What follows belongs to an exercise in optimizing a design on an open flow for small area, a short achievable clock period and few clock cycles per item; a production flow would make more cautious choices. RTL that was checked went through simulation tests only; none was proved equivalent to the original. For run 2, only the layout was checked, not whether the RTL still works.

==> config.mk <==
export PLATFORM = sky130hd
export DESIGN_NAME = tk_sha512
export DESIGN_NICKNAME = tk_sha512
export VERILOG_FILES = /design/flow/design.v
export SDC_FILE = /design/flow/constraint.sdc
export NUM_CORES = 4
export LEC_CHECK = 0
export ABC_CLOCK_PERIOD_IN_PS = 4000
export CAP_MARGIN = 20
export CORE_MARGIN = 2
export CORE_UTILIZATION = 40
export PLACE_DENSITY = 0.6
export SLEW_MARGIN = 20
export SYNTH_MEMORY_MAX_BITS = 16384
==> constraint.sdc <==
create_clock -name core_clock -period 10.0 [get_ports {clk}]
set_input_delay 2.0000 -clock core_clock [delete_from_list [all_inputs] [get_ports {clk}]]
set_output_delay 2.0000 -clock core_clock [all_outputs]
set_load 0.01 [all_outputs]
==> design.v <==
module tk_sha512_k (
    input  wire [6:0]  idx,
    output reg  [63:0] k
);
    always @(*) begin
        case (idx)
            7'd0: k = 64'h428a2f98d728ae22;
            7'd1: k = 64'h7137449123ef65cd;
            7'd2: k = 64'hb5c0fbcfec4d3b2f;
            7'd3: k = 64'he9b5dba58189dbbc;
            7'd4: k = 64'h3956c25bf348b538;
            7'd5: k = 64'h59f111f1b605d019;
            7'd6: k = 64'h923f82a4af194f9b;
            7'd7: k = 64'hab1c5ed5da6d8118;
            7'd8: k = 64'hd807aa98a3030242;
            7'd9: k = 64'h12835b0145706fbe;
            7'd10: k = 64'h243185be4ee4b28c;
            7'd11: k = 64'h550c7dc3d5ffb4e2;
            7'd12: k = 64'h72be5d74f27b896f;
            7'd13: k = 64'h80deb1fe3b1696b1;
            7'd14: k = 64'h9bdc06a725c71235;
            7'd15: k = 64'hc19bf174cf692694;
            7'd16: k = 64'he49b69c19ef14ad2;
            7'd17: k = 64'hefbe4786384f25e3;
            7'd18: k = 64'h0fc19dc68b8cd5b5;
            7'd19: k = 64'h240ca1cc77ac9c65;
            7'd20: k = 64'h2de92c6f592b0275;
            7'd21: k = 64'h4a7484aa6ea6e483;
            7'd22: k = 64'h5cb0a9dcbd41fbd4;
            7'd23: k = 64'h76f988da831153b5;
            7'd24: k = 64'h983e5152ee66dfab;
            7'd25: k = 64'ha831c66d2db43210;
            7'd26: k = 64'hb00327c898fb213f;
            7'd27: k = 64'hbf597fc7beef0ee4;
            7'd28: k = 64'hc6e00bf33da88fc2;
            7'd29: k = 64'hd5a79147930aa725;
            7'd30: k = 64'h06ca6351e003826f;
            7'd31: k = 64'h142929670a0e6e70;
            7'd32: k = 64'h27b70a8546d22ffc;
            7'd33: k = 64'h2e1b21385c26c926;
            7'd34: k = 64'h4d2c6dfc5ac42aed;
            7'd35: k = 64'h53380d139d95b3df;
            7'd36: k = 64'h650a73548baf63de;
            7'd37: k = 64'h766a0abb3c77b2a8;
            7'd38: k = 64'h81c2c92e47edaee6;
            7'd39: k = 64'h92722c851482353b;
            7'd40: k = 64'ha2bfe8a14cf10364;
            7'd41: k = 64'ha81a664bbc423001;
            7'd42: k = 64'hc24b8b70d0f89791;
            7'd43: k = 64'hc76c51a30654be30;
            7'd44: k = 64'hd192e819d6ef5218;
            7'd45: k = 64'hd69906245565a910;
            7'd46: k = 64'hf40e35855771202a;
            7'd47: k = 64'h106aa07032bbd1b8;
            7'd48: k = 64'h19a4c116b8d2d0c8;
            7'd49: k = 64'h1e376c085141ab53;
            7'd50: k = 64'h2748774cdf8eeb99;
            7'd51: k = 64'h34b0bcb5e19b48a8;
            7'd52: k = 64'h391c0cb3c5c95a63;
            7'd53: k = 64'h4ed8aa4ae3418acb;
            7'd54: k = 64'h5b9cca4f7763e373;
            7'd55: k = 64'h682e6ff3d6b2b8a3;
            7'd56: k = 64'h748f82ee5defb2fc;
            7'd57: k = 64'h78a5636f43172f60;
            7'd58: k = 64'h84c87814a1f0ab72;
            7'd59: k = 64'h8cc702081a6439ec;
            7'd60: k = 64'h90befffa23631e28;
            7'd61: k = 64'ha4506cebde82bde9;
            7'd62: k = 64'hbef9a3f7b2c67915;
            7'd63: k = 64'hc67178f2e372532b;
            7'd64: k = 64'hca273eceea26619c;
            7'd65: k = 64'hd186b8c721c0c207;
            7'd66: k = 64'heada7dd6cde0eb1e;
            7'd67: k = 64'hf57d4f7fee6ed178;
            7'd68: k = 64'h06f067aa72176fba;
            7'd69: k = 64'h0a637dc5a2c898a6;
            7'd70: k = 64'h113f9804bef90dae;
            7'd71: k = 64'h1b710b35131c471b;
            7'd72: k = 64'h28db77f523047d84;
            7'd73: k = 64'h32caab7b40c72493;
            7'd74: k = 64'h3c9ebe0a15c9bebc;
            7'd75: k = 64'h431d67c49c100d4c;
            7'd76: k = 64'h4cc5d4becb3e42b6;
            7'd77: k = 64'h597f299cfc657e2a;
            7'd78: k = 64'h5fcb6fab3ad6faec;
            7'd79: k = 64'h6c44198c4a475817;
            default: k = 64'h0;
        endcase
    end
endmodule
module tk_sha512 (
    input  wire         clk,
    input  wire         rst,         
    input  wire         in_valid,
    output wire         in_ready,
    input  wire [63:0]  in_data,
    input  wire         in_first,
    output reg          out_valid,
    output wire [511:0] digest
);
    localparam [63:0] IV0 = 64'h6a09e667f3bcc908,
                      IV1 = 64'hbb67ae8584caa73b,
                      IV2 = 64'h3c6ef372fe94f82b,
                      IV3 = 64'ha54ff53a5f1d36f1,
                      IV4 = 64'h510e527fade682d1,
                      IV5 = 64'h9b05688c2b3e6c1f,
                      IV6 = 64'h1f83d9abfb41bd6b,
                      IV7 = 64'h5be0cd19137e2179;
    reg        run;           
    reg        fin;           
    reg        hw0;           
    reg        first_n;       
    reg        first_c;       
    reg [6:0]  t;             
    reg [6:0]  tk;            
    reg [63:0] r0, r1, r2, r3, q0, q1, q2, q3;
    reg [63:0] a, b, c, d, e, f, g, h;
    reg [63:0] p;
    reg [1023:0] wv;
    assign digest = {r3, r2, r1, r0, q3, q2, q1, q0};
    wire t_le13 = (t <= 7'd13);
    wire t_79   = (t == 7'd79);
    wire idle   = !run && !fin;
    wire pre    = (fin || idle) && hw0;       
    assign in_ready = (run && (t_le13 || t_79)) || fin || idle;
    wire accept = in_valid && in_ready;
    wire take_w0 = accept && !pre && !(run && t_le13);   
    wire start  = accept && pre;              
    wire adv    = run && (!t_le13 || in_valid);
    wire sched  = run && (t >= 7'd14) && (t <= 7'd77);
    wire ring   = (run && (t >= 7'd77)) || fin;
    wire ld_iv  = pre && first_n;
    function [63:0] maj3(input [63:0] x, input [63:0] y, input [63:0] z);
        maj3 = (x & y) | (x & z) | (y & z);
    endfunction
    wire [63:0] bsig0 = {a[27:0], a[63:28]} ^ {a[33:0], a[63:34]} ^ {a[38:0], a[63:39]};
    wire [63:0] bsig1 = {e[13:0], e[63:14]} ^ {e[17:0], e[63:18]} ^ {e[40:0], e[63:41]};
    wire [63:0] ch    = (e & f) ^ (~e & g);
    wire [63:0] mj    = maj3(a, b, c);
    wire [63:0] s1 = p ^ bsig1 ^ ch;
    wire [63:0] c1 = {maj3(p, bsig1, ch), 1'b0};
    wire [63:0] s2 = s1 ^ c1 ^ d;
    wire [63:0] c2 = {maj3(s1, c1, d), 1'b0};
    wire [63:0] e_new = s2 + c2[63:0];
    wire [63:0] s3 = s1 ^ c1 ^ bsig0;
    wire [63:0] c3 = {maj3(s1, c1, bsig0), 1'b0};
    wire [63:0] s4 = s3 ^ c3 ^ mj;
    wire [63:0] c4 = {maj3(s3, c3, mj), 1'b0};
    wire [63:0] a_new = s4 + c4;
    wire [63:0] w0  = wv[63:0];
    wire [63:0] w1  = wv[127:64];
    wire [63:0] w9  = wv[639:576];
    wire [63:0] w14 = wv[959:896];
    wire [63:0] w15 = wv[1023:960];
    wire [63:0] ssig0 = {w1[0], w1[63:1]} ^ {w1[7:0], w1[63:8]} ^ (w1 >> 7);
    wire [63:0] ssig1 = {w14[18:0], w14[63:19]} ^ {w14[60:0], w14[63:61]} ^ (w14 >> 6);
    wire [63:0] s5 = ssig1 ^ w9 ^ ssig0;
    wire [63:0] c5 = {maj3(ssig1, w9, ssig0), 1'b0};
    wire [63:0] s6 = s5 ^ c5 ^ w0;
    wire [63:0] c6 = {maj3(s5, c5, w0), 1'b0};
    wire [63:0] w_new = s6 + c6;
    wire [63:0] k_t;
    tk_sha512_k u_k (.idx(tk), .k(k_t));
    wire [63:0] hn = run ? g : (first_n ? IV7 : (fin ? q1 : h));
    wire [63:0] s7 = hn ^ k_t ^ w15;
    wire [63:0] c7 = {maj3(hn, k_t, w15), 1'b0};
    wire [63:0] p_new = s7 + c7;
    reg [63:0] iva, ive;
    always @(*) begin
        case ({fin, t[1:0]})
            3'b001:  begin iva = IV3; ive = IV7; end    
            3'b010:  begin iva = IV2; ive = IV6; end    
            3'b011:  begin iva = IV1; ive = IV5; end    
            default: begin iva = IV0; ive = IV4; end    
        endcase
    end
    wire [63:0] ra = (first_c ? iva : r0) + a;
    wire [63:0] re = (first_c ? ive : q0) + e;
    always @(posedge clk) begin
        if (rst) begin
            run       <= 1'b0;
            fin       <= 1'b0;
            hw0       <= 1'b0;
            out_valid <= 1'b0;
        end else begin
            out_valid <= fin;
            if (run) begin
                if (adv) begin
                    t  <= t + 7'd1;
                    tk <= tk + 7'd1;
                end
                if (t_79) begin
                    tk  <= 7'd0;
                    run <= 1'b0;
                    fin <= 1'b1;
                end
            end else begin
                fin <= 1'b0;
            end
            if (take_w0) begin
                hw0     <= 1'b1;
                first_n <= in_first;
            end
            if (!run)
                tk <= 7'd0;
            if (start) begin
                hw0     <= 1'b0;
                run     <= 1'b1;
                t       <= 7'd0;
                tk      <= 7'd1;
                first_c <= first_n;
            end
        end
    end
    always @(posedge clk) begin
        if (accept || sched)
            wv <= {(in_ready ? in_data : w_new), wv[1023:64]};
        if (adv || pre)
            p <= p_new;
        if (ring) begin
            r0 <= r1; r1 <= r2; r2 <= r3; r3 <= ra;
            q0 <= q1; q1 <= q2; q2 <= q3; q3 <= re;
        end
        if (ld_iv) begin
            a <= IV0; b <= IV1; c <= IV2; d <= IV3;
            e <= IV4; f <= IV5; g <= IV6; h <= IV7;
        end else if (fin) begin
            a <= ra; b <= r3; c <= r2; d <= r1;
            e <= re; f <= q3; g <= q2; h <= q1;
        end else if (adv) begin
            h <= g; g <= f; f <= e; e <= e_new;
            d <= c; c <= b; b <= a; a <= a_new;
        end
    end
endmodule
==> run.sh <==
#!/bin/bash
# synth_recipe.tcl (not shown) runs the flow's synth.tcl, then flattens the netlist and writes it again
# the make line also repeats each setting of config.mk as NAME=value (left out here)
make -C /OpenROAD-flow-scripts/flow DESIGN_CONFIG=/design/flow/config.mk WORK_HOME=/design/flow/orfs CLKGATE_MAP_FILE= SYNTH_SCRIPT=/design/flow/synth_recipe.tcl finish
==> results of run 1 <==
cell usage in the layout (no fill, tap or decap), types with 58 or more instances in the layout:
cell type and n:
sky130_fd_sc_hd__nor2_1 741, sky130_fd_sc_hd__xor2_1 211, sky130_fd_sc_hd__inv_1 679, sky130_fd_sc_hd__a21o_1 244, sky130_fd_sc_hd__nand3_1 263, sky130_fd_sc_hd__fa_1 443
sky130_fd_sc_hd__edfxtp_1 1616, sky130_fd_sc_hd__buf_4 201, sky130_fd_sc_hd__o21a_1 81, sky130_fd_sc_hd__ha_1 406, sky130_fd_sc_hd__nand2_1 1460, sky130_fd_sc_hd__and3_1 70
sky130_fd_sc_hd__nor3_1 111, sky130_fd_sc_hd__nand4_1 78, sky130_fd_sc_hd__mux2_2 63, sky130_fd_sc_hd__clkdlybuf4s50_1 581, sky130_fd_sc_hd__o21bai_1 86, sky130_fd_sc_hd__dfxtp_1 515
sky130_fd_sc_hd__a31oi_1 92, sky130_fd_sc_hd__o21ai_0 683, sky130_fd_sc_hd__maj3_1 58, sky130_fd_sc_hd__a21oi_1 975, sky130_fd_sc_hd__o211ai_1 98, sky130_fd_sc_hd__clkbuf_16 241
sky130_fd_sc_hd__a211oi_1 73, sky130_fd_sc_hd__xnor2_1 668
sequential cells by signal, summed over array words and instances (netlist names), 64 cells and up:
name and cells:
wv 1024, a 64, b 64, c 64
d 64, e 64, f 64, g 64
h 64, p 64, q0 64, q1 64
q2 64, q3 64, r0 64, r1 64
r2 64, r3 64
worst paths after layout:
| kind | to | slack (ns) | cells past startpoint |
|---|---|---|---|
| worst max-delay path | p[63] | 2.36 | 25 |
| worst min-delay path | wv[717] | 0.37 | 0 |
| worst max register to register | p[63] | 2.36 | 25 |
| worst min register to register | wv[717] | 0.37 | 0 |
final cells by class:
| type | instances | area, µm² |
|---|---|---|
| clock inverter | 131 | 1500 |
| inverter | 685 | 2581 |
| clock buffer | 314 | 6505 |
| sequential | 2132 | 58860 |
| timing repair buffer | 799 | 7647 |
| tap | 3900 | 4880 |
| antenna | 12 | 30.03 |
| multi-input combinational | 7659 | 53680 |
| fill | 26910 | 155900 |
per-stage QoR:
step	setup slack [ns]	area [µm²]	hold slack [ns]
2_1_floorplan	0.6768	117500	0.4003
3_3_place_gp	2.518	127600	0.4005
5_1_grt	2.118	135700	0.3839
4_1_cts	2.470	135600	0.3655
3_5_place_dp	2.519	127600	0.4045
6_report	2.358	135700	0.3739
layer usage:
layer | GRT usage [%] | wire [µm] | vias up
met5 | 0 | 80 | -
met4 | 22.52 | 40990 | 14
met3 | 5.113 | 36970 | 1110
met2 | 52.46 | 231200 | 4609
met1 | 41.41 | 196800 | 45550
li1 | - | - | 40050
cell families after synthesis:
logic type / after synthesis / share of synthesized area, %
mux: 112 / 1.054
simple gates: 2955 / 10.69
flops: 2132 / 50.10
compound gates: 2805 / 14.82
fa+ha+maj: 907 / 12.37
buf+inv: 1378 / 4.410
xor+xnor: 880 / 6.561
cells in the mapped netlist (48+ instances only):
cell type and n:
sky130_fd_sc_hd__edfxtp_1 1616, sky130_fd_sc_hd__nand2_1 1462, sky130_fd_sc_hd__a21oi_1 976, sky130_fd_sc_hd__nor2_1 757, sky130_fd_sc_hd__o21ai_0 686, sky130_fd_sc_hd__inv_1 680, sky130_fd_sc_hd__xnor2_1 669, sky130_fd_sc_hd__clkbuf_1 619
sky130_fd_sc_hd__dfxtp_1 516, sky130_fd_sc_hd__fa_1 443, sky130_fd_sc_hd__ha_1 406, sky130_fd_sc_hd__nand3_1 264, sky130_fd_sc_hd__a21o_1 244, sky130_fd_sc_hd__xor2_1 211, sky130_fd_sc_hd__nor3_1 113, sky130_fd_sc_hd__o211ai_1 98
sky130_fd_sc_hd__a31oi_1 92, sky130_fd_sc_hd__o21bai_1 86, sky130_fd_sc_hd__o21a_1 81, sky130_fd_sc_hd__nand4_1 78, sky130_fd_sc_hd__a211oi_1 73, sky130_fd_sc_hd__and3_1 71, sky130_fd_sc_hd__buf_1 68, sky130_fd_sc_hd__mux2_2 63
sky130_fd_sc_hd__maj3_1 58, sky130_fd_sc_hd__nor2b_1 50, sky130_fd_sc_hd__o31ai_1 48
worst max-delay path, stage by stage (launching register included):
cell	delay, ns
sky130_fd_sc_hd__edfxtp_1	0.36
sky130_fd_sc_hd__buf_4	0.36
sky130_fd_sc_hd__ha_1	0.47
sky130_fd_sc_hd__inv_1	0.18
sky130_fd_sc_hd__nor2_2	0.72
sky130_fd_sc_hd__buf_4	0.28
sky130_fd_sc_hd__o22ai_1	0.07
sky130_fd_sc_hd__nor2_1	0.13
sky130_fd_sc_hd__a311oi_1	0.10
sky130_fd_sc_hd__a2111oi_0	0.71
sky130_fd_sc_hd__a21oi_1	0.16
sky130_fd_sc_hd__fa_1	0.55
sky130_fd_sc_hd__inv_1	0.05
sky130_fd_sc_hd__ha_1	0.23
sky130_fd_sc_hd__a21o_1	0.18
sky130_fd_sc_hd__a21o_1	0.19
sky130_fd_sc_hd__a211oi_1	0.41
sky130_fd_sc_hd__o2111ai_1	0.20
sky130_fd_sc_hd__a211o_1	0.30
sky130_fd_sc_hd__and3_1	0.22
sky130_fd_sc_hd__a21o_1	0.29
sky130_fd_sc_hd__a31o_2	0.30
sky130_fd_sc_hd__a31oi_1	0.38
sky130_fd_sc_hd__o21a_1	0.23
sky130_fd_sc_hd__o211ai_1	0.14
sky130_fd_sc_hd__xnor2_1	0.15
==> out/qor.txt, run 1 <==
STATUS
---------------------------------------------------------------------------------
Status                                           no timing/DRC/antenna violations

SYNTH
---------------------------------------------------------------------------------
Async set-reset flop share out of synthesis                                    0%
Register bit count reported by yosys                                         2132
Netlist area before placement                                          117500 µm²
Synth top area share                                                       41.31%
Post-synthesis sequential area ratio                                       50.10%
Average size of a mapped cell                                           10.52 µm²
Number of enable flip-flop cells after synthesis                             1616
Flip-flop cell with the highest count after synthesis                sky130_fd_sc_hd__edfxtp_1
Count of warnings emitted by yosys                                              2
Post-Synthesis Cells                                                       11.17k
Mapped Nets                                                                12.09k
Dominant cells by area after synthesis                               sky130_fd_sc_hd__edfxtp_1 (41%), sky130_fd_sc_hd__dfxtp_1 (8.8%), sky130_fd_sc_hd__fa_1 (7.5%)
Cell variety after synth                                                      108
Cell type contributing the most total cell area after synthesis      sky130_fd_sc_hd__edfxtp_1

DIE
---------------------------------------------------------------------------------
Number of rows in the core area                                               198
Core footprint                                                         291600 µm²
I/O pin count                                                                 582
Chip Width                                                               545.9 µm
Starting utilization of the core area                                      40.29%
Floorplan die area                                                     298000 µm²
Chip Height                                                              545.9 µm

CELLS AND AREA
---------------------------------------------------------------------------------
Area growth from synthesis to final layout                                 15.50%
Layout cell share with drive strength beyond 1                             6.561%
Finished Core Util                                                         46.53%
Final Net Count                                                            12.43k
Non-filler instance count after layout                                     15.63k

WORST SETUP PATH
---------------------------------------------------------------------------------
Critical Path Sink Type                                                      flop
Crit Path Class                                                      flop to flop
Worst setup startpoint                                                      tk[1]
Critical Path Fanout Max                                                       19
Critical path arrival                                                     8.31 ns
Data required time at the worst endpoint                                 10.67 ns
R2R Path Start                                                              tk[1]
Critical Path Source Type                                                    flop

MIN PATH
---------------------------------------------------------------------------------
Kind of path behind the tightest hold check                          flop to flop
Hold path start                                                           wv[781]

DRT
---------------------------------------------------------------------------------
Vias per Instance                                                           5.843
DRC violations left                                                             0
Final antenna-violating net count                                               0
Routed length per placed instance                                        32.37 µm
1st-pass router iterations                                                      6
Final Routed Wirelength                                                 506100 µm
Routed vias                                                                91.33k
Number of DRC markers after the initial detailed-route iteration           10.89k

CLOCK TREE
---------------------------------------------------------------------------------
Clock latency reported for the late side of the worst-skew pair           0.95 ns
TritonCTS clock tree                                                        built
Root buffer selected by CTS                                          sky130_fd_sc_hd__clkbuf_16
Clock slew seen by the registers of the worst setup and hold paths        0.08 ns
H-tree Lvls                                                                     4
Setup repair bufs after CTS                                                     0
Number of buffers inserted during clock tree synthesis                        236
Post-CTS Hold Fix Bufs                                                          0
Maximum number of buffers from clock root to sink                               4
Number of gates resized after CTS                                               0
# clock sinks                                                                2132

GLOBAL ROUTE
---------------------------------------------------------------------------------
Overflow after GRT                                                              0
First-pass GRT wire length                                              696100 µm
Maximum number of pins on one net before global-route repair                  168
Number of global-route vias before repair                                  87.90k
Tot GR Track Use                                                           32.99%
Antenna violations before repair                                               27

STA
---------------------------------------------------------------------------------
Peak Freq                                                              0.1309 GHz
Max-slew violation count                                                        0
Minimum clock period                                                     7.642 ns
Skew final                                                             0.08093 ns
Final period utilization                                                   76.42%
Number of hold violations in the final report                                   0
RSZ-0062 raised after global routing                                           no
Setup total negative slack                                                   0 ns
Worst slew margin                                                          18.30%
Number of endpoints failing setup at the final stage                            0
Worst Tran Pin Value                                                     1.213 ns

PLACEMENT
---------------------------------------------------------------------------------
HPWL reported at the end of detailed placement                          390400 µm
IO Port Bufs                                                                  581
Placer Congestion                                                           1.012
Inst Count DP                                                              15.18k

JOB
---------------------------------------------------------------------------------
Max cap viols                                                                   0

Testbench counts, summed over its fixed seeds: cycles 31,128, blocks 384.
==> inputs of run 2 (changes only) <==
--- a/design.v
+++ b/design.v
@@ -113,6 +113,8 @@
     reg        first_c;       
     reg [6:0]  t;             
     reg [6:0]  tk;            
+    reg [6:0]  tn;            
+    reg [63:0] kc;            
     reg [63:0] r0, r1, r2, r3, q0, q1, q2, q3;
     reg [63:0] a, b, c, d, e, f, g, h;
     reg [63:0] p;
@@ -130,6 +132,26 @@
     wire sched  = run && (t >= 7'd14) && (t <= 7'd77);
     wire ring   = (run && (t >= 7'd77)) || fin;
     wire ld_iv  = pre && first_n;
+    function [63:0] hc_add(input [63:0] x, input [63:0] y);
+        reg [63:0] gg, pp, g2, p2;
+        integer i, l;
+        begin
+            gg = x & y;
+            pp = x ^ y;
+            for (l = 0; l < 6; l = l + 1) begin
+                g2 = gg; p2 = pp;
+                for (i = 1; i < 64; i = i + 2)
+                    if (i >= (1 << l)) begin
+                        g2[i] = gg[i] | (pp[i] & gg[i - (1 << l)]);
+                        p2[i] = pp[i] & pp[i - (1 << l)];
+                    end
+                gg = g2; pp = p2;
+            end
+            for (i = 2; i < 64; i = i + 2)
+                gg[i] = gg[i] | (pp[i] & gg[i - 1]);
+            hc_add = (x ^ y) ^ {gg[62:0], 1'b0};
+        end
+    endfunction
     function [63:0] maj3(input [63:0] x, input [63:0] y, input [63:0] z);
         maj3 = (x & y) | (x & z) | (y & z);
     endfunction
@@ -141,12 +163,12 @@
     wire [63:0] c1 = {maj3(p, bsig1, ch), 1'b0};
     wire [63:0] s2 = s1 ^ c1 ^ d;
     wire [63:0] c2 = {maj3(s1, c1, d), 1'b0};
-    wire [63:0] e_new = s2 + c2[63:0];
+    wire [63:0] e_new = hc_add(s2, c2);
     wire [63:0] s3 = s1 ^ c1 ^ bsig0;
     wire [63:0] c3 = {maj3(s1, c1, bsig0), 1'b0};
     wire [63:0] s4 = s3 ^ c3 ^ mj;
     wire [63:0] c4 = {maj3(s3, c3, mj), 1'b0};
-    wire [63:0] a_new = s4 + c4;
+    wire [63:0] a_new = hc_add(s4, c4);
     wire [63:0] w0  = wv[63:0];
     wire [63:0] w1  = wv[127:64];
     wire [63:0] w9  = wv[639:576];
@@ -158,13 +180,14 @@
     wire [63:0] c5 = {maj3(ssig1, w9, ssig0), 1'b0};
     wire [63:0] s6 = s5 ^ c5 ^ w0;
     wire [63:0] c6 = {maj3(s5, c5, w0), 1'b0};
-    wire [63:0] w_new = s6 + c6;
-    wire [63:0] k_t;
-    tk_sha512_k u_k (.idx(tk), .k(k_t));
+    wire [63:0] w_new = hc_add(s6, c6);
+    wire [63:0] k_n;
+    tk_sha512_k u_k (.idx(tn), .k(k_n));
+    wire [63:0] k_t = kc;
     wire [63:0] hn = run ? g : (first_n ? IV7 : (fin ? q1 : h));
     wire [63:0] s7 = hn ^ k_t ^ w15;
     wire [63:0] c7 = {maj3(hn, k_t, w15), 1'b0};
-    wire [63:0] p_new = s7 + c7;
+    wire [63:0] p_new = hc_add(s7, c7);
     reg [63:0] iva, ive;
     always @(*) begin
         case ({fin, t[1:0]})
@@ -174,8 +197,8 @@
             default: begin iva = IV0; ive = IV4; end    
         endcase
     end
-    wire [63:0] ra = (first_c ? iva : r0) + a;
-    wire [63:0] re = (first_c ? ive : q0) + e;
+    wire [63:0] ra = hc_add(first_c ? iva : r0, a);
+    wire [63:0] re = hc_add(first_c ? ive : q0, e);
     always @(posedge clk) begin
         if (rst) begin
             run       <= 1'b0;
@@ -188,9 +211,13 @@
                 if (adv) begin
                     t  <= t + 7'd1;
                     tk <= tk + 7'd1;
+                    tn <= tn + 7'd1;
+                    kc <= k_n;
                 end
                 if (t_79) begin
                     tk  <= 7'd0;
+                    tn  <= 7'd1;
+                    kc  <= 64'h428a2f98d728ae22;
                     run <= 1'b0;
                     fin <= 1'b1;
                 end
@@ -201,9 +228,14 @@
                 hw0     <= 1'b1;
                 first_n <= in_first;
             end
-            if (!run)
+            if (!run) begin
                 tk <= 7'd0;
+                tn <= 7'd1;
+                kc <= 64'h428a2f98d728ae22;
+            end
             if (start) begin
+                tn      <= 7'd2;
+                kc      <= 64'h7137449123ef65cd;
                 hw0     <= 1'b0;
                 run     <= 1'b1;
                 t       <= 7'd0;
--- a/config.mk
+++ b/config.mk
@@ -10,5 +10,6 @@
 export CORE_MARGIN = 2
 export CORE_UTILIZATION = 40
 export PLACE_DENSITY = 0.6
+export SETUP_SLACK_MARGIN = 5
 export SLEW_MARGIN = 20
 export SYNTH_MEMORY_MAX_BITS = 16384
==> run 2 against run 1 <==
Against the previous run:
- fmax increased by 26%
- cell count decreased by 1.6%
- critical path depth increased by 3
- register-to-register slack improved by 1.6 ns
- sequential share of layout area decreased by 1.0 points
- via count decreased by 2.4%
- clock skew increased by 0.020 ns
- still clean
- wire length increased by 2.4%
- largest cell class unchanged
==> out/qor.txt, run 2 <==
DRT
-------------------------------------------------------------------------------------
1st-pass router iterations                                                          6
Final antenna-violating net count                                                   0
DRC violations left                                                                 0
Vias per Instance                                                               5.794
Final Routed Wirelength                                                     518300 µm
Number of DRC markers after the initial detailed-route iteration               11.36k
Routed vias                                                                    89.10k
Routed length per placed instance                                            33.71 µm

CELLS AND AREA
-------------------------------------------------------------------------------------
Combined area of the multi-input logic cells                                55020 µm²
Non-filler instance count after layout                                         15.38k
Top register by number of flip-flops                                               wv
Layout cell share with drive strength beyond 1                                 16.22%
Layout filler cell count                                                       25.37k
Area growth from synthesis to final layout                                     23.93%
Largest register FFs                                                             1024
Final Net Count                                                                12.38k
Commonest cells after routing, fill and taps aside                       sky130_fd_sc_hd__edfxtp_1 (1680), sky130_fd_sc_hd__nand2_1 (1361), sky130_fd_sc_hd__inv_1 (845), sky130_fd_sc_hd__nor2_1 (694), sky130_fd_sc_hd__a21oi_1 (679)
Sequential cell area                                                        61020 µm²
Most frequent standard cell in the layout excluding fill and tap cells   sky130_fd_sc_hd__edfxtp_1
Layout Cell Area excl Fill                                                 144100 µm²

CLOCK TREE
-------------------------------------------------------------------------------------
Clock latency reported for the late side of the worst-skew pair               0.96 ns
Number of buffers inserted during clock tree synthesis                            237
Maximum number of buffers from clock root to sink                                   4
# clock sinks                                                                    2196
TritonCTS clock tree                                                            built
Clock slew seen by the registers of the worst setup and hold paths            0.06 ns
H-tree Lvls                                                                         4
Root buffer selected by CTS                                              sky130_fd_sc_hd__clkbuf_16

DIE
-------------------------------------------------------------------------------------
Floorplan die area                                                         294900 µm²
Number of rows in the core area                                                   197
Chip Width                                                                   543.1 µm
Starting utilization of the core area                                          40.27%
I/O pin count                                                                     582
Core footprint                                                             288600 µm²
Chip Height                                                                  543.1 µm

SYNTH
-------------------------------------------------------------------------------------
Post-synthesis sequential area ratio                                           52.28%
Cell type contributing the most total cell area after synthesis          sky130_fd_sc_hd__edfxtp_1
Register bit count reported by yosys                                             2196
Main combinational cell family by area after synthesis                    adder cells
Share of the synthesized netlist area taken by xor and xnor gates              5.568%
Average size of a mapped cell                                               11.13 µm²
Synthesized-area fraction occupied by ao, oa, aoi and oai cells                11.62%
Synth Area in Simple Gates                                                     9.505%
Flip-flop cell with the highest count after synthesis                    sky130_fd_sc_hd__edfxtp_1
Count of warnings emitted by yosys                                                  2
Proportion of synthesized area in mux cells                                    1.030%
Synth cell count leaders                                                 sky130_fd_sc_hd__edfxtp_1 (1680), sky130_fd_sc_hd__nand2_1 (1399), sky130_fd_sc_hd__inv_1 (888)
Async set-reset flop share out of synthesis                                        0%
Adder-cell area share of the yosys netlist                                     15.21%
Post-Synthesis Cells                                                           10.44k
Cell variety after synth                                                           88
Synth top area share                                                           43.40%
Mapped Nets                                                                    11.53k
Number of enable flip-flop cells after synthesis                                 1680
Dominant cells by area after synthesis                                   sky130_fd_sc_hd__edfxtp_1 (43%), sky130_fd_sc_hd__fa_1 (10%), sky130_fd_sc_hd__dfxtp_1 (8.9%)
Cell with the most instances after synthesis                             sky130_fd_sc_hd__edfxtp_1
Netlist area before placement                                              116200 µm²

GLOBAL ROUTE
-------------------------------------------------------------------------------------
Maximum number of pins on one net before global-route repair                      209
Antenna violations before repair                                                   42
First-pass GRT wire length                                                  703000 µm
Number of global-route vias before repair                                      87.06k
Tot GR Track Use                                                               34.35%
Overflow after GRT                                                                  0

MIN PATH
-------------------------------------------------------------------------------------
Kind of path behind the tightest hold check                              flop to flop
Hold path start                                                               wv[704]

WORST SETUP PATH
-------------------------------------------------------------------------------------
Crit-path most repeated cell                                             sky130_fd_sc_hd__buf_6
Critical path arrival                                                         6.82 ns
Crit Path Class                                                          flop to flop
Critical-path top delay cell                                             sky130_fd_sc_hd__fa_2
Data required time at the worst endpoint                                     10.74 ns
R2R Path Start                                                                  e[56]
Critical Path Source Type                                                        flop
Critical Path Sink Type                                                          flop
Worst setup startpoint                                                          e[56]
Crit path buffers/inverters                                                         7
Critical Path Fanout Max                                                            4
Top delay family on crit path                                             adder cells
Highest cell delay on the worst timing path                                   0.55 ns

STA
-------------------------------------------------------------------------------------
RSZ-0062 raised after global routing                                              yes
Max-slew violation count                                                            0
Final period utilization                                                       60.85%
Minimum clock period                                                         6.085 ns
Number of endpoints failing setup at the final stage                                0
Number of hold violations in the final report                                       0
Worst slew margin                                                              10.84%
Worst Tran Pin Value                                                         1.337 ns
Peak Freq                                                                  0.1643 GHz
Skew final                                                                  0.1009 ns

PLACEMENT
-------------------------------------------------------------------------------------
IO Port Bufs                                                                      581
Placer Congestion                                                               1.014
Placement Cell Area                                                        126400 µm²
Inst Count DP                                                                  14.49k
HPWL reported at the end of detailed placement                              384100 µm

STATUS
-------------------------------------------------------------------------------------
Status                                               no timing/DRC/antenna violations

JOB
-------------------------------------------------------------------------------------
Max cap viols                                                                       0

## run 2: cell count changes after synthesis, sizes merged, moves of 72 or more
cell / previous run / this run
o21ai: 712 / 571
a21oi: 979 / 744
inv: 680 / 889
clkbuf: 619 / 447
xnor2: 669 / 597
fa: 443 / 609
## run 2: logic make-up after synthesis
family                     Yosys count
and+or+nand+nor                   2673
AOI/OAI and AO/OA                 2202
DFF                               2196
buffers and inverters             1463
adders and majority gates         1054
xor gates and xnor gates           739
muxes                              115
## run 2: what timing repair did
item,4_1_cts,5_1_grt
resized for setup,899,367
buffers inserted,295,121
endpoints found under the setup margin,470,196
cloned,13,3
pin swaps,289,223
hold buffers,0,0
## run 2: per-layer routing
metal	GRT usage (%)	vias to the layer above	wire (µm)
met2	50.97	4878	223100
met4	18.71	20	34130
met5	0	-	130
met3	6.617	976	47220
li1	-	37750	-
met1	47.34	45480	213800
## run 2: area by class of cell
class                   instances  area share [%]
diodes                         11         0.01911
clock buffers                 287           4.376
clock inverters               153           1.312
inverters                     895           2.362
multi-input cells            6784           38.19
flip-flops and latches       2196           42.35
well taps                    3880           3.370
repair buffers               1169           8.006
repair inverters                2         0.01216
## run 2: stage by stage
stage	setup slack, ns	hold slack [ns]	setup TNS [ns]	util, %
final	3.915	0.3785	0	49.91
after global routing	3.735	0.3708	0	49.90
after CTS	3.983	0.3635	0	48.92
after detailed placement	2.581	0.4045	0	43.77
after global placement	2.546	0.4005	0	43.76
after floorplan	-7.999	0.4003	-8190.61	-
## run 2: worst paths after layout
kind | end | slack [ns] | cells past startpoint
worst max-delay path | a[35] | 3.91 | 28
worst min-delay path | wv[640] | 0.38 | 0
worst max register to register | a[35] | 3.91 | 28
worst min register to register | wv[640] | 0.38 | 0
==> inputs of run 3 (changes only) <==
--- a/design.v
+++ b/design.v
@@ -117,6 +117,7 @@
     reg [63:0] kc;            
     reg [63:0] r0, r1, r2, r3, q0, q1, q2, q3;
     reg [63:0] a, b, c, d, e, f, g, h;
+    reg [63:0] s1r, chr;
     reg [63:0] p;
     reg [1023:0] wv;
     assign digest = {r3, r2, r1, r0, q3, q2, q1, q0};
@@ -132,7 +133,7 @@
     wire sched  = run && (t >= 7'd14) && (t <= 7'd77);
     wire ring   = (run && (t >= 7'd77)) || fin;
     wire ld_iv  = pre && first_n;
-    function [63:0] hc_add(input [63:0] x, input [63:0] y);
+    function [63:0] sk_add(input [63:0] x, input [63:0] y);
         reg [63:0] gg, pp, g2, p2;
         integer i, l;
         begin
@@ -140,35 +141,53 @@
             pp = x ^ y;
             for (l = 0; l < 6; l = l + 1) begin
                 g2 = gg; p2 = pp;
-                for (i = 1; i < 64; i = i + 2)
-                    if (i >= (1 << l)) begin
-                        g2[i] = gg[i] | (pp[i] & gg[i - (1 << l)]);
-                        p2[i] = pp[i] & pp[i - (1 << l)];
+                for (i = 0; i < 64; i = i + 1)
+                    if (i & (1 << l)) begin
+                        g2[i] = gg[i] | (pp[i] & gg[((i >> l) << l) - 1]);
+                        p2[i] = pp[i] & pp[((i >> l) << l) - 1];
                     end
                 gg = g2; pp = p2;
             end
-            for (i = 2; i < 64; i = i + 2)
-                gg[i] = gg[i] | (pp[i] & gg[i - 1]);
-            hc_add = (x ^ y) ^ {gg[62:0], 1'b0};
+            sk_add = (x ^ y) ^ {gg[62:0], 1'b0};
         end
     endfunction
     function [63:0] maj3(input [63:0] x, input [63:0] y, input [63:0] z);
         maj3 = (x & y) | (x & z) | (y & z);
     endfunction
+    function [63:0] bs1(input [63:0] x);
+        bs1 = {x[13:0], x[63:14]} ^ {x[17:0], x[63:18]} ^ {x[40:0], x[63:41]};
+    endfunction
+    function [63:0] chf(input [63:0] x, input [63:0] y, input [63:0] z);
+        chf = (x & y) ^ (~x & z);
+    endfunction
     wire [63:0] bsig0 = {a[27:0], a[63:28]} ^ {a[33:0], a[63:34]} ^ {a[38:0], a[63:39]};
-    wire [63:0] bsig1 = {e[13:0], e[63:14]} ^ {e[17:0], e[63:18]} ^ {e[40:0], e[63:41]};
-    wire [63:0] ch    = (e & f) ^ (~e & g);
     wire [63:0] mj    = maj3(a, b, c);
-    wire [63:0] s1 = p ^ bsig1 ^ ch;
-    wire [63:0] c1 = {maj3(p, bsig1, ch), 1'b0};
+    wire [63:0] s1 = p ^ s1r ^ chr;
+    wire [63:0] c1 = {maj3(p, s1r, chr), 1'b0};
     wire [63:0] s2 = s1 ^ c1 ^ d;
     wire [63:0] c2 = {maj3(s1, c1, d), 1'b0};
-    wire [63:0] e_new = hc_add(s2, c2);
+    wire [63:0] e_new = sk_add(s2, c2);
     wire [63:0] s3 = s1 ^ c1 ^ bsig0;
     wire [63:0] c3 = {maj3(s1, c1, bsig0), 1'b0};
     wire [63:0] s4 = s3 ^ c3 ^ mj;
     wire [63:0] c4 = {maj3(s3, c3, mj), 1'b0};
-    wire [63:0] a_new = hc_add(s4, c4);
+    wire [63:0] a_new = sk_add(s4, c4);
+    reg [63:0] a_d, b_d, c_d, d_d, e_d, f_d, g_d, h_d;
+    always @(*) begin
+        if (ld_iv) begin
+            a_d = IV0; b_d = IV1; c_d = IV2; d_d = IV3;
+            e_d = IV4; f_d = IV5; g_d = IV6; h_d = IV7;
+        end else if (fin) begin
+            a_d = ra; b_d = r3; c_d = r2; d_d = r1;
+            e_d = re; f_d = q3; g_d = q2; h_d = q1;
+        end else if (adv) begin
+            a_d = a_new; b_d = a; c_d = b; d_d = c;
+            e_d = e_new; f_d = e; g_d = f; h_d = g;
+        end else begin
+            a_d = a; b_d = b; c_d = c; d_d = d;
+            e_d = e; f_d = f; g_d = g; h_d = h;
+        end
+    end
     wire [63:0] w0  = wv[63:0];
     wire [63:0] w1  = wv[127:64];
     wire [63:0] w9  = wv[639:576];
@@ -180,14 +199,14 @@
     wire [63:0] c5 = {maj3(ssig1, w9, ssig0), 1'b0};
     wire [63:0] s6 = s5 ^ c5 ^ w0;
     wire [63:0] c6 = {maj3(s5, c5, w0), 1'b0};
-    wire [63:0] w_new = hc_add(s6, c6);
+    wire [63:0] w_new = sk_add(s6, c6);
     wire [63:0] k_n;
     tk_sha512_k u_k (.idx(tn), .k(k_n));
     wire [63:0] k_t = kc;
     wire [63:0] hn = run ? g : (first_n ? IV7 : (fin ? q1 : h));
     wire [63:0] s7 = hn ^ k_t ^ w15;
     wire [63:0] c7 = {maj3(hn, k_t, w15), 1'b0};
-    wire [63:0] p_new = hc_add(s7, c7);
+    wire [63:0] p_new = sk_add(s7, c7);
     reg [63:0] iva, ive;
     always @(*) begin
         case ({fin, t[1:0]})
@@ -197,8 +216,8 @@
             default: begin iva = IV0; ive = IV4; end    
         endcase
     end
-    wire [63:0] ra = hc_add(first_c ? iva : r0, a);
-    wire [63:0] re = hc_add(first_c ? ive : q0, e);
+    wire [63:0] ra = sk_add(first_c ? iva : r0, a);
+    wire [63:0] re = sk_add(first_c ? ive : q0, e);
     always @(posedge clk) begin
         if (rst) begin
             run       <= 1'b0;
@@ -253,15 +272,9 @@
             r0 <= r1; r1 <= r2; r2 <= r3; r3 <= ra;
             q0 <= q1; q1 <= q2; q2 <= q3; q3 <= re;
         end
-        if (ld_iv) begin
-            a <= IV0; b <= IV1; c <= IV2; d <= IV3;
-            e <= IV4; f <= IV5; g <= IV6; h <= IV7;
-        end else if (fin) begin
-            a <= ra; b <= r3; c <= r2; d <= r1;
-            e <= re; f <= q3; g <= q2; h <= q1;
-        end else if (adv) begin
-            h <= g; g <= f; f <= e; e <= e_new;
-            d <= c; c <= b; b <= a; a <= a_new;
-        end
+        a <= a_d; b <= b_d; c <= c_d; d <= d_d;
+        e <= e_d; f <= f_d; g <= g_d; h <= h_d;
+        s1r <= bs1(e_d);
+        chr <= chf(e_d, f_d, g_d);
     end
 endmodule
==> config.mk (replaced) <==
export PLATFORM = sky130hd
export DESIGN_NAME = tk_sha512
export DESIGN_NICKNAME = tk_sha512
export VERILOG_FILES = /design/flow/design.v
export SDC_FILE = /design/flow/constraint.sdc
export NUM_CORES = 4
export LEC_CHECK = 0
export CAP_MARGIN = 20
export CORE_MARGIN = 2
export CORE_UTILIZATION = 50
export PLACE_DENSITY = 0.65
export SETUP_SLACK_MARGIN = 5
export SLEW_MARGIN = 20
export SYNTH_MEMORY_MAX_BITS = 16384
==> run 3 against run 2 <==
Against the previous run:
- still clean
- global-route usage up 5.1 points
- flip-flop and latch count increased by 128
- register-to-register slack gained 0.92 ns
- clock-buffer cell count up 12
- clock skew increased by 0.029 ns
- largest cell class unchanged
==> out/qor.txt, run 3 <==
CELLS AND AREA
-------------------------------------------------------------------------------------
Area growth from synthesis to final layout                                     20.07%
Layout filler cell count                                                       18.30k
Commonest cells after routing, fill and taps aside                       sky130_fd_sc_hd__edfxtp_1 (1680), sky130_fd_sc_hd__nand2_1 (1201), sky130_fd_sc_hd__nor2_1 (679), sky130_fd_sc_hd__a21oi_1 (678), sky130_fd_sc_hd__dfxtp_1 (607)
Final Net Count                                                                11.69k
Non-filler instance count after layout                                         13.98k
Top register by number of flip-flops                                               wv
Most frequent standard cell in the layout excluding fill and tap cells   sky130_fd_sc_hd__edfxtp_1
Largest register FFs                                                             1024
Layout cell share with drive strength beyond 1                                 12.72%

MIN PATH
-------------------------------------------------------------------------------------
WHS Path Cells                                                                      0
Kind of path behind the tightest hold check                              flop to flop

DRT
-------------------------------------------------------------------------------------
Vias per Instance                                                               6.231
DRC violations left                                                                 0
Final antenna-violating net count                                                   0
Number of DRC markers after the initial detailed-route iteration               12.52k
Final Routed Wirelength                                                     480400 µm
Routed length per placed instance                                            34.36 µm
1st-pass router iterations                                                          7
Routed vias                                                                    87.11k

CLOCK TREE
-------------------------------------------------------------------------------------
Post-CTS Hold Fix Bufs                                                              0
Root buffer selected by CTS                                              sky130_fd_sc_hd__clkbuf_16
# clock sinks                                                                    2324
Number of buffers inserted during clock tree synthesis                            235
H-tree Lvls                                                                         4
TritonCTS clock tree                                                            built
Maximum number of buffers from clock root to sink                                   3
Clock latency reported for the late side of the worst-skew pair               0.96 ns
Clock slew seen by the registers of the worst setup and hold paths            0.07 ns

PLACEMENT
-------------------------------------------------------------------------------------
IO Port Bufs                                                                      581
HPWL reported at the end of detailed placement                              352700 µm
Placer Congestion                                                               1.020
Inst Count DP                                                                  13.26k

STA
-------------------------------------------------------------------------------------
Worst Tran Pin Value                                                         1.268 ns
Worst slew margin                                                              14.59%
Final period utilization                                                       51.68%
Peak Freq                                                                  0.1935 GHz
Number of hold violations in the final report                                       0
Setup total negative slack                                                       0 ns
RSZ-0062 raised after global routing                                              yes
Worst Hold Slack                                                            0.3442 ns
Minimum clock period                                                         5.168 ns
Skew final                                                                  0.1297 ns
Number of endpoints failing setup at the final stage                                0
Max-slew violation count                                                            0

SYNTH
-------------------------------------------------------------------------------------
Flip-flop cell with the highest count after synthesis                    sky130_fd_sc_hd__edfxtp_1
Count of warnings emitted by yosys                                                  2
Number of enable flip-flop cells after synthesis                                 1680
Register bit count reported by yosys                                             2324
Synth top area share                                                           43.69%
Cell with the most instances after synthesis                             sky130_fd_sc_hd__edfxtp_1
Post-Synthesis Cells                                                           10.03k
Cell variety after synth                                                          104
Mapped Nets                                                                    10.99k
Dominant cells by area after synthesis                                   sky130_fd_sc_hd__edfxtp_1 (44%), sky130_fd_sc_hd__dfxtp_1 (11%), sky130_fd_sc_hd__fa_1 (8.2%)
Cell type contributing the most total cell area after synthesis          sky130_fd_sc_hd__edfxtp_1
Netlist area before placement                                              115500 µm²
Post-synthesis sequential area ratio                                           54.85%
Synth cell count leaders                                                 sky130_fd_sc_hd__edfxtp_1 (1680), sky130_fd_sc_hd__nand2_1 (1213), sky130_fd_sc_hd__a21oi_1 (744)
Average size of a mapped cell                                               11.52 µm²
Async set-reset flop share out of synthesis                                        0%

GLOBAL ROUTE
-------------------------------------------------------------------------------------
First-pass GRT wire length                                                  644600 µm
Number of global-route vias before repair                                      81.69k
Overflow after GRT                                                                  0
Maximum number of pins on one net before global-route repair                      207
Antenna violations before repair                                                   44
Tot GR Track Use                                                               39.45%

WORST SETUP PATH
-------------------------------------------------------------------------------------
Critical-path top delay cell                                             sky130_fd_sc_hd__or4_4
Top delay family on crit path                                            compound AO/OA/AOI/OAI gates
Crit path buffers/inverters                                                         7
Crit Path Class                                                          flop to flop
Critical Path Source Type                                                        flop
Critical path arrival                                                         5.98 ns
Highest cell delay on the worst timing path                                   0.60 ns
Critical Path Fanout Max                                                            6
Critical Path Sink Type                                                          flop
Data required time at the worst endpoint                                     10.81 ns
Logic depth of the worst setup path including buffers                              25
R2R depth                                                                          25

STATUS
-------------------------------------------------------------------------------------
Status                                               no timing/DRC/antenna violations

DIE
-------------------------------------------------------------------------------------
Core footprint                                                             229900 µm²
Chip Width                                                                   484.6 µm
Starting utilization of the core area                                          50.23%
I/O pin count                                                                     582
Chip Height                                                                  484.6 µm
Number of rows in the core area                                                   176
Floorplan die area                                                         234800 µm²

JOB
-------------------------------------------------------------------------------------
Max cap viols                                                                       0

==> run 3: stage by stage <==
step | util, % | instance area [µm²] | setup slack, ns
2_1_floorplan | - | 115500 | 0.6768
3_3_place_gp | 54.19 | 124600 | 3.281
3_5_place_dp | 54.19 | 124600 | 3.133
4_1_cts | 58.93 | 135500 | 4.900
5_1_grt | 60.30 | 138600 | 4.720
6_report | 60.31 | 138700 | 4.832
==> run 3: final timing paths <==
check          start      end  slack, ns
max             t[1]    a[45]       4.83
min          wv[318]  wv[254]       0.34
max reg2reg     t[1]    a[45]       4.83
min reg2reg  wv[318]  wv[254]       0.34
==> run 3: final cells by class <==
type | instances | area (µm²) | share of cell area [%]
Clock buffer | 299 | 6407 | 4.621
Multi-Input combinational cell | 6611 | 51110 | 36.86
Timing Repair inverter | 4 | 37.54 | 0.02707
Sequential cell | 2324 | 63430 | 45.74
Tap cell | 3026 | 3786 | 2.731
Antenna cell | 16 | 40.04 | 0.02888
Inverter | 569 | 2177 | 1.570
Clock inverter | 147 | 1826 | 1.317
Timing Repair Buffer | 983 | 9843 | 7.099
==> run 3: metal layers <==
| metal | vias to the layer above | track usage [%] | wire length (µm) |
|---|---|---|---|
| met2 | 5589 | 59.20 | 208900 |
| met4 | 24 | 21.68 | 33960 |
| met5 | - | 0 | 158 |
| met1 | 43600 | 53.26 | 185600 |
| met3 | 1152 | 8.885 | 51710 |
| li1 | 36750 | - | - |
==> run 3: logic make-up (layout without fill, tap and decap cells) <==
logic type	count (synthesis)	count (layout)	share of synthesized area [%]
AOI/OAI and AO/OA	2251	2252	12.09
xor gates and xnor gates	819	819	6.225
adders and majority gates	939	939	13.15
buffers and inverters	1093	2002	3.559
DFF	2324	2324	54.85
muxes	103	103	0.9838
other	0	16	0
and+or+nand+nor	2497	2498	9.142
==> run 3: repair_timing <==
| action | in CTS | in global routing |
|---|---|---|
| pin swaps | 74 | 209 |
| setup buffers | 85 | 146 |
| gates cloned | 15 | 10 |
| resized for setup | 322 | 369 |
| endpoints found under the setup margin | 482 | 226 |
Testbench counts of run 3, summed over its fixed seeds: cycles 31,128, blocks 384.
==> inputs of run 4 (changes only) <==
--- a/config.mk
+++ b/config.mk
@@ -12,3 +12,4 @@
 export SETUP_SLACK_MARGIN = 5
 export SLEW_MARGIN = 20
 export SYNTH_MEMORY_MAX_BITS = 16384
+export TNS_END_PERCENT = 20
==> run 4 against run 3 <==
Against the previous run:
- clock-buffer cell count is 15 lower
- critical path depth is 14 lower
- clock skew decreased by 0.012 ns
- cell count shrank 0.20%
- critical endpoint is now s1r[23]
==> out/qor.txt, run 4 <==
STA
-------------------------------------------------------------------------------------
Peak Freq                                                                  0.1882 GHz
Max-slew violation count                                                            0
Minimum clock period                                                         5.314 ns
Least setup slack across all paths after layout                              4.686 ns
RSZ-0062 raised after global routing                                              yes
Setup total negative slack                                                       0 ns
Worst slew margin                                                              20.54%
Skew final                                                                  0.1180 ns
Final period utilization                                                       53.14%
Number of endpoints failing setup at the final stage                                0
Worst Tran Pin Value                                                         1.179 ns
Number of hold violations in the final report                                       0

JOB
-------------------------------------------------------------------------------------
Max cap viols                                                                       0

CLOCK TREE
-------------------------------------------------------------------------------------
# clock sinks                                                                    2324
Clock latency reported for the late side of the worst-skew pair               0.95 ns
H-tree Lvls                                                                         4
Maximum number of buffers from clock root to sink                                   3
Root buffer selected by CTS                                              sky130_fd_sc_hd__clkbuf_16
Clock slew seen by the registers of the worst setup and hold paths            0.06 ns
Number of buffers inserted during clock tree synthesis                            236
TritonCTS clock tree                                                            built

DIE
-------------------------------------------------------------------------------------
Chip Width                                                                   484.6 µm
Starting utilization of the core area                                          50.23%
Chip Height                                                                  484.6 µm
Number of rows in the core area                                                   176
I/O pin count                                                                     582
Floorplan die area                                                         234800 µm²
Core footprint                                                             229900 µm²

GLOBAL ROUTE
-------------------------------------------------------------------------------------
Number of global-route vias before repair                                      82.34k
Tot GR Track Use                                                               39.51%
Maximum number of pins on one net before global-route repair                      196
First-pass GRT wire length                                                  647100 µm
Overflow after GRT                                                                  0
Antenna violations before repair                                                   33

DRT
-------------------------------------------------------------------------------------
Number of DRC markers after the initial detailed-route iteration               12.52k
DRC violations left                                                                 0
Routed length per placed instance                                            34.46 µm
Final antenna-violating net count                                                   0
1st-pass router iterations                                                          6
Vias per Instance                                                               6.226
Final Routed Wirelength                                                     480700 µm
Routed vias                                                                    86.85k

SYNTH
-------------------------------------------------------------------------------------
Mapped Nets                                                                    10.99k
Register bit count reported by yosys                                             2324
Dominant cells by area after synthesis                                   sky130_fd_sc_hd__edfxtp_1 (44%), sky130_fd_sc_hd__dfxtp_1 (11%), sky130_fd_sc_hd__fa_1 (8.2%)
Cell variety after synth                                                          104
Async set-reset flop share out of synthesis                                        0%
Number of enable flip-flop cells after synthesis                                 1680
Netlist area before placement                                              115500 µm²
Flip-flop cell with the highest count after synthesis                    sky130_fd_sc_hd__edfxtp_1
Cell with the most instances after synthesis                             sky130_fd_sc_hd__edfxtp_1
Post-synthesis sequential area ratio                                           54.85%
Synth cell count leaders                                                 sky130_fd_sc_hd__edfxtp_1 (1680), sky130_fd_sc_hd__nand2_1 (1213), sky130_fd_sc_hd__a21oi_1 (744)
Post-Synthesis Cells                                                           10.03k
Synth top area share                                                           43.69%
Average size of a mapped cell                                               11.52 µm²
Count of warnings emitted by yosys                                                  2
Cell type contributing the most total cell area after synthesis          sky130_fd_sc_hd__edfxtp_1

WORST SETUP PATH
-------------------------------------------------------------------------------------
R2R Path Start                                                                  tn[0]
Critical Path Sink Type                                                          flop
Critical path arrival                                                         6.13 ns
Crit Path Class                                                          primary input to flop
Data required time at the worst endpoint                                     10.81 ns
Worst setup startpoint                                                       in_valid
Critical Path Fanout Max                                                           81
Critical Path Source Type                                                primary input

PLACEMENT
-------------------------------------------------------------------------------------
IO Port Bufs                                                                      581
Placer Congestion                                                               1.039
Inst Count DP                                                                  13.26k
HPWL reported at the end of detailed placement                              355200 µm
Dpl ws                                                                       3.150 ns

CELLS AND AREA
-------------------------------------------------------------------------------------
Area growth from synthesis to final layout                                     19.23%
Layout cell share with drive strength beyond 1                                 11.20%
Final Net Count                                                                11.67k
Most frequent standard cell in the layout excluding fill and tap cells   sky130_fd_sc_hd__edfxtp_1
Top register by number of flip-flops                                               wv
Non-filler instance count after layout                                         13.95k
Layout filler cell count                                                       18.41k
Largest register FFs                                                             1024
Commonest cells after routing, fill and taps aside                       sky130_fd_sc_hd__edfxtp_1 (1680), sky130_fd_sc_hd__nand2_1 (1203), sky130_fd_sc_hd__a21oi_1 (702), sky130_fd_sc_hd__nor2_1 (692), sky130_fd_sc_hd__dfxtp_1 (603)

MIN PATH
-------------------------------------------------------------------------------------
Kind of path behind the tightest hold check                              flop to flop
Hold path start                                                               wv[573]

STATUS
-------------------------------------------------------------------------------------
Status                                               no timing/DRC/antenna violations

run 4: cell count changes in the layout (fill, tap and decap cells not counted), moves of 13 or more:
cell | previous run | this run
sky130_fd_sc_hd__o21ai_0 | 535 | 549
sky130_fd_sc_hd__buf_4 | 323 | 299
sky130_fd_sc_hd__a21oi_1 | 678 | 702
sky130_fd_sc_hd__fa_2 | 30 | 16
sky130_fd_sc_hd__xnor2_2 | 77 | 64
sky130_fd_sc_hd__a21oi_2 | 59 | 35
sky130_fd_sc_hd__fa_1 | 443 | 457
sky130_fd_sc_hd__nor2_1 | 679 | 692
sky130_fd_sc_hd__clkinv_1 | 29 | 49
run 4: repair_timing:
| action | CTS | global route |
|---|---|---|
| hold buffers | 0 | 0 |
| gates cloned | 8 | 17 |
| setup buffers | 84 | 127 |
| setup endpoints to repair | 390 | 214 |
| gates resized for setup | 251 | 271 |
| pin swaps | 51 | 147 |
run 4: area by class of cell:
type / instances / area [µm²] / share of cell area, %
repair buffers: 963 / 9762 / 7.090
repair inverters: 4 / 45.04 / 0.03271
diodes: 5 / 12.51 / 0.009087
inverters: 569 / 2178 / 1.582
clock inverters: 165 / 1951 / 1.417
clock buffers: 284 / 6156 / 4.471
flip-flops and latches: 2324 / 63430 / 46.07
multi-input cells: 6611 / 50370 / 36.58
well taps: 3026 / 3786 / 2.750
run 4: final timing paths:
kind,cells after the start,slack [ns],to
min,0,0.36,wv[509]
min reg2reg,0,0.36,wv[509]
max reg2reg,13,4.78,kc[17]
max,11,4.69,s1r[23]
run 4: cell families after synthesis:
group	synth area share (%)
buffers and inverters	3.559
AND/OR/NAND/NOR	9.142
flip-flops	54.85
multiplexers	0.9838
XOR/XNOR	6.225
AO/OA/AOI/OAI	12.09
adder cells (fa/ha/maj)	13.15
run 4: worst max-delay path, stage by stage:
cell,delay [ns]
sky130_fd_sc_hd__clkdlybuf4s50_1,0.70
sky130_fd_sc_hd__o21ai_4,0.31
sky130_fd_sc_hd__buf_4,0.47
sky130_fd_sc_hd__nor2_4,0.04
sky130_fd_sc_hd__buf_4,0.25
sky130_fd_sc_hd__buf_12,0.25
sky130_fd_sc_hd__a221o_1,0.46
sky130_fd_sc_hd__a21oi_1,0.58
sky130_fd_sc_hd__inv_1,0.33
sky130_fd_sc_hd__xnor2_1,0.27
sky130_fd_sc_hd__xnor2_1,0.14
run 4: per-stage QoR:
step | area, µm² | hold slack [ns] | utilization [%]
2_1_floorplan | 115500 | 0.4003 | -
3_3_place_gp | 124600 | 0.4002 | 54.21
3_5_place_dp | 124700 | 0.4045 | 54.24
4_1_cts | 134900 | 0.3503 | 58.67
5_1_grt | 137700 | 0.3610 | 59.88
6_report | 137700 | 0.3586 | 59.89
run 4: per-layer routing:
| metal | GRT usage, % | share of wire, % | vias to the layer above |
|---|---|---|---|
| li1 | - | - | 36730 |
| met2 | 59.73 | 44 | 5300 |
| met1 | 52.61 | 39 | 43750 |
| met3 | 9.106 | 10 | 1061 |
| met5 | 0 | 0.019 | - |
| met4 | 22.18 | 6.8 | 14 |
==> inputs of run 5 (changes only) <==
--- a/design.v
+++ b/design.v
@@ -112,6 +112,9 @@
     reg        first_n;       
     reg        first_c;       
     reg [6:0]  t;             
+    reg        ivr;           
+    reg        ifr;           
+    reg [63:0] idr;           
     reg [6:0]  tk;            
     reg [6:0]  tn;            
     reg [63:0] kc;            
@@ -125,11 +128,17 @@
     wire t_79   = (t == 7'd79);
     wire idle   = !run && !fin;
     wire pre    = (fin || idle) && hw0;       
-    assign in_ready = (run && (t_le13 || t_79)) || fin || idle;
-    wire accept = in_valid && in_ready;
+    wire cons   = (run && (t_le13 || t_79)) || fin || idle;    
+    wire accept = ivr;                                          
     wire take_w0 = accept && !pre && !(run && t_le13);   
     wire start  = accept && pre;              
-    wire adv    = run && (!t_le13 || in_valid);
+    wire adv    = run && (!t_le13 || ivr);
+    wire run_nx    = start || (run && !t_79);
+    wire fin_nx    = run && t_79;
+    wire step      = run && adv;
+    wire t_le13_nx = start || (step ? (t <= 7'd12) : t_le13);
+    wire t_79_nx   = !start && (step ? (t == 7'd78) : t_79);
+    assign in_ready = (run_nx && (t_le13_nx || t_79_nx)) || fin_nx || (!run_nx && !fin_nx);
     wire sched  = run && (t >= 7'd14) && (t <= 7'd77);
     wire ring   = (run && (t >= 7'd77)) || fin;
     wire ld_iv  = pre && first_n;
@@ -223,8 +232,10 @@
             run       <= 1'b0;
             fin       <= 1'b0;
             hw0       <= 1'b0;
+            ivr       <= 1'b0;
             out_valid <= 1'b0;
         end else begin
+            ivr       <= in_valid && in_ready;
             out_valid <= fin;
             if (run) begin
                 if (adv) begin
@@ -245,7 +256,7 @@
             end
             if (take_w0) begin
                 hw0     <= 1'b1;
-                first_n <= in_first;
+                first_n <= ifr;
             end
             if (!run) begin
                 tk <= 7'd0;
@@ -264,8 +275,10 @@
         end
     end
     always @(posedge clk) begin
+        idr <= in_data;
+        ifr <= in_first;
         if (accept || sched)
-            wv <= {(in_ready ? in_data : w_new), wv[1023:64]};
+            wv <= {(cons ? idr : w_new), wv[1023:64]};
         if (adv || pre)
             p <= p_new;
         if (ring) begin
--- a/config.mk
+++ b/config.mk
@@ -8,8 +8,9 @@
 export CAP_MARGIN = 20
 export CORE_MARGIN = 2
 export CORE_UTILIZATION = 50
+export CTS_CLUSTER_DIAMETER = 100
+export CTS_CLUSTER_SIZE = 20
 export PLACE_DENSITY = 0.65
 export SETUP_SLACK_MARGIN = 5
 export SLEW_MARGIN = 20
 export SYNTH_MEMORY_MAX_BITS = 16384
-export TNS_END_PERCENT = 20
==> run 5 against run 4 <==
Against the previous run:
- setup slack improved by 0.074 ns
- still clean
- wire length rose by 1.4%
==> out/qor.txt, run 5 <==
PLACEMENT
-------------------------------------------------------------------------------
Placer Congestion                                                         1.021
HPWL reported at the end of detailed placement                        358700 µm

STA
-------------------------------------------------------------------------------
Least setup slack across all paths after layout                        4.760 ns
Worst Hold Slack                                                      0.3784 ns
Worst Tran Pin Value                                                   1.220 ns
Number of endpoints failing setup at the final stage                          0

CLOCK TREE
-------------------------------------------------------------------------------
# clock sinks                                                              2390
Root buffer selected by CTS                                        sky130_fd_sc_hd__clkbuf_16
TritonCTS clock tree                                                      built
H-tree Lvls                                                                   4

DIE
-------------------------------------------------------------------------------
Floorplan die area                                                   239900 µm²
Chip Width                                                             489.8 µm

SYNTH
-------------------------------------------------------------------------------
Mapped Nets                                                              11.32k
Flip-flop cell with the highest count after synthesis              sky130_fd_sc_hd__edfxtp_1
Dominant cells by area after synthesis                             sky130_fd_sc_hd__edfxtp_1 (43%), sky130_fd_sc_hd__dfxtp_1 (12%), sky130_fd_sc_hd__fa_1 (8.0%)
Cell type contributing the most total cell area after synthesis    sky130_fd_sc_hd__edfxtp_1
Cell variety after synth                                                    104

CELLS AND AREA
-------------------------------------------------------------------------------
Area growth from synthesis to final layout                               17.35%
Commonest cells after routing, fill and taps aside                 sky130_fd_sc_hd__edfxtp_1 (1680), sky130_fd_sc_hd__nand2_1 (1231), sky130_fd_sc_hd__a21oi_1 (736), sky130_fd_sc_hd__nor2_1 (716), sky130_fd_sc_hd__dfxtp_1 (653)
Sequential cell area                                                  64790 µm²
Final Net Count                                                          11.98k
Layout cell share with drive strength beyond 1                           12.04%
Largest register FFs                                                       1024

STATUS
-------------------------------------------------------------------------------
Status                                         no timing/DRC/antenna violations

GLOBAL ROUTE
-------------------------------------------------------------------------------
First-pass GRT wire length                                            656500 µm
Overflow after GRT                                                            0
Maximum number of pins on one net before global-route repair                211

WORST SETUP PATH
-------------------------------------------------------------------------------
Worst r2r dst                                                             a[57]
Critical path arrival                                                   6.00 ns

DRT
-------------------------------------------------------------------------------
Number of DRC markers after the initial detailed-route iteration         12.82k

==> run 5: cell count changes after synthesis, sizes merged, moves of 33 or more <==
| cell | before | now |
|---|---|---|
| nand2 | 1213 | 1247 |
| a21oi | 753 | 813 |
| nand3 | 190 | 254 |
| nor2 | 711 | 744 |
| dfxtp | 644 | 710 |
| a221oi | 102 | 42 |
==> run 5: cells by family (layout without fill, tap and decap cells) <==
group           Yosys count  after routing  share of synthesized area [%]
other cells               0             18                              0
buf+inv                1112           1875                          3.558
simple gates           2696           2697                          9.779
compound gates         2319           2320                          12.10
flops                  2390           2390                          54.79
fa+ha+maj               940            940                          12.87
xor+xnor                781            781                          5.802
mux                     117            117                          1.099
==> run 5: worst reg2reg max path, stage by stage, from the launching register on <==
cell	delay [ns]
sky130_fd_sc_hd__dfxtp_4	0.40
sky130_fd_sc_hd__xnor2_1	0.17
sky130_fd_sc_hd__xnor2_2	0.45
sky130_fd_sc_hd__fa_1	0.55
sky130_fd_sc_hd__fa_1	0.46
sky130_fd_sc_hd__ha_2	0.23
sky130_fd_sc_hd__or4_4	0.57
sky130_fd_sc_hd__o2111ai_4	0.10
sky130_fd_sc_hd__nor2_2	0.06
sky130_fd_sc_hd__and3b_2	0.27
sky130_fd_sc_hd__o21ai_4	0.22
sky130_fd_sc_hd__a21boi_1	0.09
sky130_fd_sc_hd__buf_4	0.19
sky130_fd_sc_hd__a41oi_4	0.27
sky130_fd_sc_hd__o211ai_1	0.13
sky130_fd_sc_hd__buf_4	0.19
sky130_fd_sc_hd__a21oi_2	0.13
sky130_fd_sc_hd__xor2_1	0.18
sky130_fd_sc_hd__nor2_1	0.07
sky130_fd_sc_hd__a2111o_1	0.39
==> run 5: repair_timing <==
| item | 4_1_cts | 5_1_grt |
|---|---|---|
| endpoints found under the setup margin | 449 | 239 |
| gates cloned | 14 | 3 |
| pin swaps | 145 | 230 |
| buffers inserted | 158 | 166 |
| resized for setup | 408 | 447 |
| hold buffers | 0 | 0 |
==> run 5: how the worst min path moves through the flow <==
stage | start | endpoint | slack, ns | depth (start not counted)
2_1_floorplan | ifr | first_n | 0.39 | 0
3_3_place_gp | wv[769] | wv[705] | 0.40 | 0
3_5_place_dp | wv[255] | wv[191] | 0.40 | 0
4_1_cts | wv[693] | wv[629] | 0.39 | 0
5_1_grt | wv[693] | wv[629] | 0.39 | 0
6_report | wv[693] | wv[629] | 0.38 | 0
==> run 5: layer usage <==
layer  GRT usage, %  share of wire [%]  routed length (µm)  vias to the layer above
met5              0              0.019                  92                        -
met4          22.54                7.1               34640                       16
met3          8.780                 11               51630                     1095
met2          59.25                 44              213000                     5463
met1          53.08                 39              188300                    44800
li1               -                  -                   -                    37640
==> run 5: area by class of cell <==
class,count,share of cell area (%)
Multi-Input combinational cell,6855,38.05
Timing Repair Buffer,1062,7.623
Timing Repair inverter,2,0.01265
Clock inverter,24,0.3135
Antenna cell,18,0.03252
Sequential cell,2390,46.78
Tap cell,3150,2.846
Clock buffer,223,2.785
Inverter,564,1.560
==> run 5: stage by stage <==
stage	cell area, µm²	cells	utilization (%)
floorplan	118100	10360	-
global placement	127100	13680	54.08
detailed placement	127100	13680	54.10
CTS	134800	14100	57.39
global route	138500	14270	58.92
finish	138500	14290	58.94
Testbench counts of run 5, summed over its fixed seeds: cycles 31,136, blocks 384.

port drivers added, routing unchanged:
The results above use ideal ports. As a check the final layouts listed here were re-extracted and re-timed, cells and wires unchanged.
Step 1 sets driving cells, clkbuf_16 on the clock port and buf_2 on the other inputs (assumed; they add their load-dependent delay and slew).
Step 2 also shifts input and output timing later by t, the mid clock arrival at the registers, as if the neighbouring blocks saw the same clock.
a / b / c = ideal ports / drivers / drivers and shift; a / b = the first two.
| run | t (ns) | setup slack, ns | worst hold slack (ns) | latest minus earliest clock arrival (ns) |
|---|---|---|---|---|
| run 1 | 1.016 | 2.358 / 2.358 / 2.358 | 0.374 / 0.374 / 0.374 | 0.081 / 0.081 |
| run 2 | 1.018 | 3.915 / 3.915 / 3.915 | 0.378 / 0.378 / 0.378 | 0.102 / 0.103 |
| run 3 | 1.005 | 4.832 / 4.832 / 4.014 | 0.344 / 0.344 / 0.344 | 0.139 / 0.140 |
| run 4 | 1.004 | 4.686 / 4.761 / 3.757 | 0.359 / 0.359 / 0.359 | 0.125 / 0.124 |
| run 5 | 0.956 | 4.760 / 4.760 / 4.760 | 0.378 / 0.378 / 0.378 | 0.061 / 0.061 |
After both steps every run listed still meets setup and hold. For run 4, which loses most, drivers alone change the setup slack by +0.075 ns; drivers and shift together by -0.929 ns.
